This is an optimization exercise on Yosys and OpenROAD, whose aim is small area, not a production implementation.
Function was checked by simulation only, so behaviour that the tests miss may differ from the original.
No activity file was given, so power comes from the tool's default toggle rates.

**design/flow/run.sh**
```bash
#!/bin/bash
# synth_recipe.tcl (not shown) runs the flow's synth.tcl, then flattens the netlist and writes it again
# the make line also repeats each setting of config.mk as NAME=value (left out here)
make -C /OpenROAD-flow-scripts/flow DESIGN_CONFIG=/design/flow/config.mk WORK_HOME=/design/flow/orfs CLKGATE_MAP_FILE= SYNTH_SCRIPT=/design/flow/synth_recipe.tcl finish
```
**design/flow/config.mk**
```make
export PLATFORM = sky130hd
export DESIGN_NAME = mon_unit
export DESIGN_NICKNAME = mon_unit
export VERILOG_FILES = /design/flow/design.v
export SDC_FILE = /design/flow/constraint.sdc
export NUM_CORES = 4
export LEC_CHECK = 0
export CAP_MARGIN = 20
export CORE_MARGIN = 2
export CORE_UTILIZATION = 40
export SLEW_MARGIN = 20
```
**design/flow/constraint.sdc**
```tcl
create_clock -name core_clock -period 22.0 [get_ports {clk}]
set_input_delay 4.4000 -clock core_clock [delete_from_list [all_inputs] [get_ports {clk}]]
set_output_delay 4.4000 -clock core_clock [all_outputs]
set_load 0.01 [all_outputs]
```
**design/flow/design.v**
```verilog
module mon_unit (
    input             clk,
    input             rst,
    input             cfg_we,
    input             cfg_enable,
    input             cfg_tel_en,
    input             cfg_lim_en,
    input      [63:0] cfg_origin,
    input      [31:0] cfg_width,
    input      [63:0] cfg_limit_lo,
    input      [63:0] cfg_limit_hi,
    input             s_valid,
    input      [63:0] s_value,
    input      [2:0]  s_flags,
    input             close,
    input             restart,
    input             step,
    input             tel_ack,
    input             evt_ack,
    input      [6:0]  rd_addr,
    output reg [31:0] rd_data,
    output            evt
);
    localparam NBINS = 32;
    localparam [31:0] CNT_MAX = 32'hFFFF_FFFF;
    localparam [15:0] BIN_MAX = 16'hFFFF;
    localparam [63:0] SUM_MAX = 64'h7FFF_FFFF_FFFF_FFFF;
    localparam [63:0] SUM_MIN = 64'h8000_0000_0000_0000;
    integer k;
    reg        p_cfg_we, p_cfg_enable, p_cfg_tel_en, p_cfg_lim_en;
    reg [63:0] p_cfg_origin, p_cfg_limit_lo, p_cfg_limit_hi;
    reg [31:0] p_cfg_width;
    reg        p_valid;
    reg [63:0] p_value;
    reg [2:0]  p_flags;
    reg        p_close, p_restart, p_step, p_tel_ack, p_evt_ack;
    always @(posedge clk) begin
        if (rst) begin
            p_cfg_we       <= 1'b0;
            p_cfg_enable   <= 1'b0;
            p_cfg_tel_en   <= 1'b0;
            p_cfg_lim_en   <= 1'b0;
            p_cfg_origin   <= 64'd0;
            p_cfg_width    <= 32'd0;
            p_cfg_limit_lo <= 64'd0;
            p_cfg_limit_hi <= 64'd0;
            p_valid        <= 1'b0;
            p_value        <= 64'd0;
            p_flags        <= 3'd0;
            p_close        <= 1'b0;
            p_restart      <= 1'b0;
            p_step         <= 1'b0;
            p_tel_ack      <= 1'b0;
            p_evt_ack      <= 1'b0;
        end else begin
            p_cfg_we       <= cfg_we;
            p_cfg_enable   <= cfg_enable;
            p_cfg_tel_en   <= cfg_tel_en;
            p_cfg_lim_en   <= cfg_lim_en;
            p_cfg_origin   <= cfg_origin;
            p_cfg_width    <= cfg_width;
            p_cfg_limit_lo <= cfg_limit_lo;
            p_cfg_limit_hi <= cfg_limit_hi;
            p_valid        <= s_valid;
            p_value        <= s_value;
            p_flags        <= s_flags;
            p_close        <= close;
            p_restart      <= restart;
            p_step         <= step;
            p_tel_ack      <= tel_ack;
            p_evt_ack      <= evt_ack;
        end
    end
    reg        enable, tel_en, lim_en;
    reg [63:0] origin, limit_lo, limit_hi;
    reg [31:0] width;
    wire cfg_accept = p_cfg_we && (p_cfg_width != 32'd0) &&
                      !(p_cfg_lim_en && ($signed(p_cfg_limit_lo) > $signed(p_cfg_limit_hi)));
    always @(posedge clk) begin
        if (rst) begin
            enable   <= 1'b0;
            tel_en   <= 1'b0;
            lim_en   <= 1'b0;
            origin   <= 64'd0;
            width    <= 32'd1;
            limit_lo <= 64'd0;
            limit_hi <= 64'd0;
        end else if (cfg_accept) begin
            enable   <= p_cfg_enable;
            tel_en   <= p_cfg_tel_en;
            lim_en   <= p_cfg_lim_en;
            origin   <= p_cfg_origin;
            width    <= p_cfg_width;
            limit_lo <= p_cfg_limit_lo;
            limit_hi <= p_cfg_limit_hi;
        end
    end
    wire act      = enable && !p_cfg_we;
    wire do_close = act && p_close;
    wire do_clear = act && (p_close || p_restart);    
    wire smp      = act && p_valid;
    wire tel_ack_ev = p_tel_ack && !p_cfg_we;
    wire evt_ack_ev = p_evt_ack && !p_cfg_we;
    wire [64:0] diff     = {p_value[63], p_value} - {origin[63], origin};
    wire        is_under = diff[64];
    wire        is_over  = !is_under && (diff[63:0] >= {27'd0, width, 5'd0});
    reg [36:0] rem;
    reg [4:0]  bin_idx;
    always @* begin
        rem = diff[36:0];
        for (k = 4; k >= 0; k = k - 1) begin
            if (rem >= ({5'd0, width} << k)) begin
                rem        = rem - ({5'd0, width} << k);
                bin_idx[k] = 1'b1;
            end else begin
                bin_idx[k] = 1'b0;
            end
        end
    end
    reg [63:0] acc_min, acc_max, acc_sum;
    reg [31:0] acc_count;
    reg [15:0] acc_under, acc_over;
    reg [2:0]  acc_sflags;         
    reg        acc_partial, acc_stepped, acc_count_sat, acc_sum_sat;
    reg [15:0] hist [0:NBINS-1];
    wire [63:0] b_min   = do_clear ? 64'd0 : acc_min;
    wire [63:0] b_max   = do_clear ? 64'd0 : acc_max;
    wire [63:0] b_sum   = do_clear ? 64'd0 : acc_sum;
    wire [31:0] b_count = do_clear ? 32'd0 : acc_count;
    wire [15:0] b_under = do_clear ? 16'd0 : acc_under;
    wire [15:0] b_over  = do_clear ? 16'd0 : acc_over;
    wire first     = (b_count == 32'd0);
    wire cnt_full  = (b_count == CNT_MAX);
    wire [64:0] sum_wide = {b_sum[63], b_sum} + {p_value[63], p_value};
    wire        sum_ovf  = (sum_wide[64] != sum_wide[63]);
    wire [63:0] sum_next = sum_ovf ? (sum_wide[64] ? SUM_MIN : SUM_MAX) : sum_wide[63:0];
    always @(posedge clk) begin
        if (rst || cfg_accept) begin
            acc_min       <= 64'd0;
            acc_max       <= 64'd0;
            acc_sum       <= 64'd0;
            acc_count     <= 32'd0;
            acc_under     <= 16'd0;
            acc_over      <= 16'd0;
            acc_sflags    <= 3'd0;
            acc_partial   <= !rst;
            acc_stepped   <= 1'b0;
            acc_count_sat <= 1'b0;
            acc_sum_sat   <= 1'b0;
        end else if (act) begin
            if (do_clear) begin
                acc_sflags    <= 3'd0;
                acc_partial   <= p_restart;
                acc_stepped   <= 1'b0;
                acc_count_sat <= 1'b0;
                acc_sum_sat   <= 1'b0;
            end
            if (p_step)
                acc_stepped <= 1'b1;
            acc_min   <= b_min;
            acc_max   <= b_max;
            acc_sum   <= b_sum;
            acc_count <= b_count;
            acc_under <= b_under;
            acc_over  <= b_over;
            if (p_valid) begin
                acc_sflags <= (do_clear ? 3'd0 : acc_sflags) | p_flags;
                if (first || $signed(p_value) < $signed(b_min))
                    acc_min <= p_value;
                if (first || $signed(p_value) > $signed(b_max))
                    acc_max <= p_value;
                if (cnt_full) begin
                    acc_count_sat <= 1'b1;
                end else begin
                    acc_count <= b_count + 32'd1;
                    acc_sum   <= sum_next;
                    if (sum_ovf)
                        acc_sum_sat <= 1'b1;
                end
                if (is_under && b_under != BIN_MAX)
                    acc_under <= b_under + 16'd1;
                if (is_over && b_over != BIN_MAX)
                    acc_over <= b_over + 16'd1;
            end
        end
    end
    always @(posedge clk) begin
        if (rst || cfg_accept) begin
            for (k = 0; k < NBINS; k = k + 1)
                hist[k] <= 16'd0;
        end else if (do_clear) begin
            for (k = 0; k < NBINS; k = k + 1)
                hist[k] <= 16'd0;
            if (smp && !is_under && !is_over)
                hist[bin_idx] <= 16'd1;
        end else if (smp && !is_under && !is_over && hist[bin_idx] != BIN_MAX) begin
            hist[bin_idx] <= hist[bin_idx] + 16'd1;
        end
    end
    reg [63:0] res_min, res_max, res_sum;
    reg [31:0] res_count;
    reg [15:0] res_under, res_over;
    reg [7:0]  res_flags;
    reg [15:0] seq;
    reg [15:0] res_hist [0:NBINS-1];
    reg        pending;            
    reg [7:0]  skipped;
    wire skip_now = do_close && tel_en && pending;
    always @(posedge clk) begin
        if (rst || cfg_accept) begin
            res_min   <= 64'd0;
            res_max   <= 64'd0;
            res_sum   <= 64'd0;
            res_count <= 32'd0;
            res_under <= 16'd0;
            res_over  <= 16'd0;
            res_flags <= 8'd0;
            seq       <= 16'd0;
            pending   <= 1'b0;
            skipped   <= 8'd0;
            for (k = 0; k < NBINS; k = k + 1)
                res_hist[k] <= 16'd0;
        end else begin
            if (do_close) begin
                res_min   <= acc_min;
                res_max   <= acc_max;
                res_sum   <= acc_sum;
                res_count <= acc_count;
                res_under <= acc_under;
                res_over  <= acc_over;
                res_flags <= {skip_now, acc_sum_sat, acc_count_sat, acc_stepped,
                              acc_partial, acc_sflags};
                seq       <= seq + 16'd1;
                for (k = 0; k < NBINS; k = k + 1)
                    res_hist[k] <= hist[k];
            end
            if (do_close)
                pending <= tel_en;
            else if (tel_ack_ev)
                pending <= 1'b0;
            if (skip_now && skipped != 8'hFF)
                skipped <= skipped + 8'd1;
        end
    end
    reg evt_r;
    wire out_of_limits = lim_en && ($signed(p_value) < $signed(limit_lo) ||
                                    $signed(p_value) > $signed(limit_hi));
    always @(posedge clk) begin
        if (rst)
            evt_r <= 1'b0;
        else if (smp && out_of_limits)
            evt_r <= 1'b1;
        else if (evt_ack_ev)
            evt_r <= 1'b0;
    end
    assign evt = evt_r;
    wire [7:0] live_flags = {1'b0, acc_sum_sat, acc_count_sat, acc_stepped,
                             acc_partial, acc_sflags};
    wire [31:0] stat_word = {enable, 1'b0, skipped, 6'd0, seq};
    always @(posedge clk) begin
        if (rst) begin
            rd_data <= 32'd0;
        end else if (rd_addr[5]) begin
            rd_data <= {16'd0, rd_addr[6] ? res_hist[rd_addr[4:0]] : hist[rd_addr[4:0]]};
        end else begin
            case ({rd_addr[6], rd_addr[4:0]})
                6'h00: rd_data <= acc_min[31:0];
                6'h01: rd_data <= acc_min[63:32];
                6'h02: rd_data <= acc_max[31:0];
                6'h03: rd_data <= acc_max[63:32];
                6'h04: rd_data <= acc_sum[31:0];
                6'h05: rd_data <= acc_sum[63:32];
                6'h06: rd_data <= acc_count;
                6'h07: rd_data <= {16'd0, acc_under};
                6'h08: rd_data <= {16'd0, acc_over};
                6'h09: rd_data <= {8'd0, live_flags, seq};
                6'h0A: rd_data <= stat_word;
                6'h20: rd_data <= res_min[31:0];
                6'h21: rd_data <= res_min[63:32];
                6'h22: rd_data <= res_max[31:0];
                6'h23: rd_data <= res_max[63:32];
                6'h24: rd_data <= res_sum[31:0];
                6'h25: rd_data <= res_sum[63:32];
                6'h26: rd_data <= res_count;
                6'h27: rd_data <= {16'd0, res_under};
                6'h28: rd_data <= {16'd0, res_over};
                6'h29: rd_data <= {8'd0, res_flags, seq};
                6'h2A: rd_data <= stat_word;
                default: rd_data <= 32'd0;
            endcase
        end
    end
endmodule
```
==> results.txt <==
-- logic make-up (layout without fill, tap and decap cells) --
family / count (synthesis) / in the layout / share of synthesized area, %
multiplexers: 331 / 331 / 4.710
AO/OA/AOI/OAI: 3448 / 3448 / 19.70
flip-flops: 2137 / 2137 / 42.13
other: 0 / 14 / 0
AND/OR/NAND/NOR: 4833 / 4834 / 19.52
XOR/XNOR: 282 / 282 / 2.172
adder cells (fa/ha/maj): 652 / 652 / 7.210
buffers and inverters: 1330 / 1627 / 4.562
-- power by group through the flow --
stage                     Clock (mW)  Combinational (mW)  Sequential (mW)
after floorplan                    0                8.81             4.26
after global placement             0                12.6             4.35
after detailed placement           0                12.5             4.35
after CTS                       4.18                12.6             4.26
after global routing            4.33                14.2             4.27
final                           4.16                13.3             4.27
-- flip-flops by register name (all words and copies together) (netlist names), 32 cells and up --
signal	cells
p_cfg_limit_hi	64
res_min	64
p_cfg_origin	64
acc_count	32
p_value	64
limit_lo	64
hist	512
res_sum	64
acc_sum	64
p_cfg_width	32
res_hist	512
acc_min	64
rd_data	32
limit_hi	64
width	32
res_count	32
p_cfg_limit_lo	64
origin	64
res_max	64
acc_max	64
-- what timing repair did --
| action | 4_1_cts | 5_1_grt |
|---|---|---|
| setup endpoints to repair | 656 | 1024 |
| gates cloned | 0 | 10 |
| pin swaps | 0 | 28 |
| setup buffers | 0 | 62 |
| hold endpoints to repair | 0 | 0 |
| resized for setup | 3 | 72 |
| hold buffers | 0 | 0 |
-- final cells by class --
| type | count | share of cell area, % |
|---|---|---|
| Clock buffer | 324 | 5.067 |
| Clock inverter | 112 | 1.032 |
| Timing Repair Buffer | 805 | 5.873 |
| Multi-Input combinational cell | 9547 | 46.89 |
| Tap cell | 3743 | 3.562 |
| Inverter | 386 | 1.102 |
| Antenna cell | 14 | 0.02665 |
| Sequential cell | 2137 | 36.44 |
-- through the flow --
step                      hold slack [ns]  cells
after floorplan                    0.4314  13013
after CTS                          0.4186  16980
final                              0.4256  17068
after global routing               0.4472  17058
after detailed placement           0.4444  16544
after global placement             0.4364  16543
-- cells in the mapped netlist, types with 47 or more instances --
cell type and n:
sky130_fd_sc_hd__xor2_1 129, sky130_fd_sc_hd__o21a_1 65, sky130_fd_sc_hd__a31oi_1 47, sky130_fd_sc_hd__a2111oi_0 92, sky130_fd_sc_hd__nor2b_1 414, sky130_fd_sc_hd__nand3_1 151
sky130_fd_sc_hd__nor3_1 307, sky130_fd_sc_hd__nand2_1 2167, sky130_fd_sc_hd__a221oi_1 139, sky130_fd_sc_hd__a22o_1 156, sky130_fd_sc_hd__a21o_1 225, sky130_fd_sc_hd__and4_1 68
sky130_fd_sc_hd__a211oi_1 81, sky130_fd_sc_hd__mux2i_1 138, sky130_fd_sc_hd__nand2b_1 127, sky130_fd_sc_hd__dfxtp_1 1624, sky130_fd_sc_hd__a2111oi_2 63, sky130_fd_sc_hd__a22oi_1 304
sky130_fd_sc_hd__o21ai_0 376, sky130_fd_sc_hd__and3_1 194, sky130_fd_sc_hd__buf_2 59, sky130_fd_sc_hd__buf_1 51, sky130_fd_sc_hd__xnor2_1 153, sky130_fd_sc_hd__clkbuf_1 812
sky130_fd_sc_hd__a21oi_1 1528, sky130_fd_sc_hd__and2_1 102, sky130_fd_sc_hd__mux4_2 160, sky130_fd_sc_hd__nand4_1 194, sky130_fd_sc_hd__inv_1 385, sky130_fd_sc_hd__ha_1 645
sky130_fd_sc_hd__nor2_1 929, sky130_fd_sc_hd__edfxtp_1 513, sky130_fd_sc_hd__nor4_1 74
-- final timing paths --
path,start,end
worst max-delay path,origin[1],hist[18][10]
worst min-delay path,p_cfg_origin[62],origin[62]
worst max register to register,origin[1],hist[18][10]
worst min register to register,p_cfg_origin[62],origin[62]
-- per-layer routing --
layer,share of wire [%],GRT usage (%),wire length [um]
met5,0.028,0,137
met1,38,40.75,185000
met4,7.7,21.39,37930
met2,44,50.02,213400
met3,11,7.346,54110
-- worst reg2reg max path, delay by kind of cell (launching register included) --
kind	cells	cell delay [ns]
adder cells (fa/ha/maj)	6	2.08
flip-flops	1	0.37
buffers and inverters	8	1.69
XOR/XNOR	1	0.12
multiplexers	3	0.59
AND/OR/NAND/NOR	28	5.74
AO/OA/AOI/OAI	47	10.09
==> Flow_metrics.wiki <==
{| class="wikitable"
! Metric !! Value
|-
| Run status || finished clean
|-
| Buffer and inverter count on the worst path || 8
|-
| FF+latch area || 0.04792 mm^2
|-
| Crit path kind || flop to flop
|-
| Total area of multi-input combinational cells || ~0.062 mm^2
|-
| Wire length per cell || 28.74 um
|-
| Die Area || between 0.2 and 0.3 mm^2
|-
| Leakage || roughly 48 nW
|-
| Hold Path Stages || 2
|-
| Path category of the worst min-delay check || flop to flop
|-
| Minimum setup slack among reg-to-reg paths || about 0.98 ns
|-
| Number of clock buffers inserted by TritonCTS || approximately 230
|-
| Gr ovfl total || 0
|-
| Number of antenna violations at the first check in global routing || 31
|-
| Cell internal pwr || between 10 and 15 mW
|-
| Logic gate share of total power || 61.3%
|-
| Final nets || around 14,000
|-
| Pin count of the biggest net entering global routing || 226
|-
| Number of nets in the synthesized netlist || 13,974
|-
| Cell area after synthesis || ~0.11 mm^2
|-
| Part of the total power dissipated in sequential elements || 19.6%
|-
| Most used cells in the layout excluding fill and tap cells || sky130_fd_sc_hd__nand2_1, sky130_fd_sc_hd__dfxtp_1, sky130_fd_sc_hd__a21oi_1
|-
| Proportion of synthesized flip-flops having asynchronous set or reset || 0%
|-
| Clock Skews || ~0.081 ns
|-
| Primary FF master, synth || sky130_fd_sc_hd__dfxtp_1
|-
| Number of iterations in the first detailed-routing pass || 9
|-
| CTS clock-pin slew for the worst setup and hold paths || 0.06 ns
|-
| GRT Resource Usage Total || between 30% and 40%
|-
| Top fanout value on the critical path || 21
|-
| Unrepaired setup endpoints after global routing || yes
|-
| Net switching power || 10.51 mW
|-
| Number of rows created at floorplan || around 200
|-
| Global-route wire length before repair || 691.0 mm
|-
| Cells after Synth || ~13,000
|-
| Power density relative to cell area || approximately 170 mW/mm^2
|-
| Area share of the largest cell type after synthesis || 28.59%
|-
| Number of endpoints failing setup at the final stage || 0
|-
| Kind of end point of the critical path || flop
|-
| Crit-path slowest cell || sky130_fd_sc_hd__a2111oi_0
|-
| Post-place setup slack || -0.1013 ns
|-
| Maximum achievable frequency || approximately 0.048 GHz
|-
| Slowest stage delay, CP || 0.88 ns
|-
| Ratio of cells with drive above 1 in the final layout || about a tenth
|-
| Core Util, Final || a little under half
|-
| Critical path required time || approximately 23 ns
|-
| Number of warnings printed during yosys synthesis || 2
|-
| Routed via count || 105,420
|-
| Setup TNS || 0 ns
|-
| Instance area at placement || 0.1221 mm^2
|-
| Floorplan Core Area || between 0.2 and 0.3 mm^2
|-
| Initial standard-cell utilization of the core || between 40% and 50%
|-
| Number of clock sinks || around 2,100
|-
| Max-cap viol count || 0
|-
| Number of cells on the worst reg-to-reg path || slightly above 90
|-
| Buffer depth of the longest clock path || 4
|-
| Final Cycle Share || between 90% and 100%
|-
| Most common cell after layout, fill and taps aside || sky130_fd_sc_hd__nand2_1
|-
| Post-DR vias/cell || just over 6
|-
| Total design power || around 22 mW
|-
| Headroom to the max-slew limit || around 16%
|-
| Detailed Place HPWL || approximately 340 mm
|-
| Cell area after layout || ~0.13 mm^2
|-
| Post-synth top area cell || sky130_fd_sc_hd__dfxtp_1
|-
| Most area-consuming cells after synthesis || sky130_fd_sc_hd__dfxtp_1, sky130_fd_sc_hd__edfxtp_1, sky130_fd_sc_hd__nand2_1, sky130_fd_sc_hd__ha_1, sky130_fd_sc_hd__a21oi_1
|-
| Post-route DRC violation count || 0
|-
| Actual slew at the worst max-slew pin || 1.253 ns
|-
| Number of pins with negative max-slew slack in the final report || 0
|-
| Area growth from synthesis to layout || 15.60%
|-
| Buffer cell driving the clock tree root || sky130_fd_sc_hd__clkbuf_16
|-
| Final setup margin || between 0.9 and 1 ns
|-
| Post-route minimum period || between 20 and 25 ns
|-
| FF+latch count, synth || ~2,100
|-
| Number of stages on the worst setup path || 93
|-
| Dominant delay contributor by cell family on the critical path || compound AO/OA/AOI/OAI gates
|-
| Overall die width || between 500 and 600 um
|-
| Number of global-route vias before repair || about 96,000
|-
| Worst EP arrival || 21.66 ns
|-
| Global placement routability congestion || around 0.98
|-
| Number of I/O port buffers || ~340
|-
| Most numerous cell on the critical path || sky130_fd_sc_hd__o21a_1
|-
| Post-synth cell types || between 100 and 150
|-
| Total detailed-routing wirelength || around 490 mm
|-
| Share of total power in the clock network || a little under a fifth
|-
| Sequential area share after synthesis || a little over two fifths
|-
| Largest voltage drop on the vdd net || ~500 uV
|-
| Clock insertion delay at the later pin of the skew report || roughly 0.96 ns
|-
| Filler Cell Count || around 27,000
|-
| Die Height || roughly 540 um
|-
| Syn Area/Cell || approximately 9 um^2
|-
| Count of nets left with antenna violations after detail routing || 0
|-
| Number of top-level pins || around 340
|-
| TritonCTS clock tree || done
|-
| DRT iter0 DRCs || 15,137
|-
| Endpoints failing hold || 0
|-
| Depth of the CTS H-tree || 4
|-
| Startpoint type of the worst setup path || flop
|-
| Sw Share || 48.30%
|-
| Count of flip-flops with a built-in enable after synthesis || between 500 and 600
|}

port drivers added, routing unchanged:
The results above use ideal ports. As a check the final layout listed here was re-extracted and re-timed, cells and wires unchanged.
Step 1 (the two cells are an assumption about what drives the block):
set clk [get_ports {clk}]
set_driving_cell -lib_cell sky130_fd_sc_hd__clkbuf_16 $clk
set_driving_cell -lib_cell sky130_fd_sc_hd__buf_2 [delete_from_list [all_inputs] $clk]
Step 2 times the ports against the registers' clock, not the clock port: input delays grow and output delays shrink by t, the midpoint of the rising clock arrivals with the driver on.
Three values: ideal ports, drivers, drivers and shift; two values: the first two.
shift t [ns]: 1.020
slack for setup (ns): 0.984 / 0.984 / 0.984
worst register clock-pin slew, ns: 0.07 / 0.07
worst data-port slew with drivers (ns): 0.13
After both steps setup and hold are still met in this run. For this run, drivers alone change the setup slack by 0.000 ns; drivers and shift together by 0.000 ns.
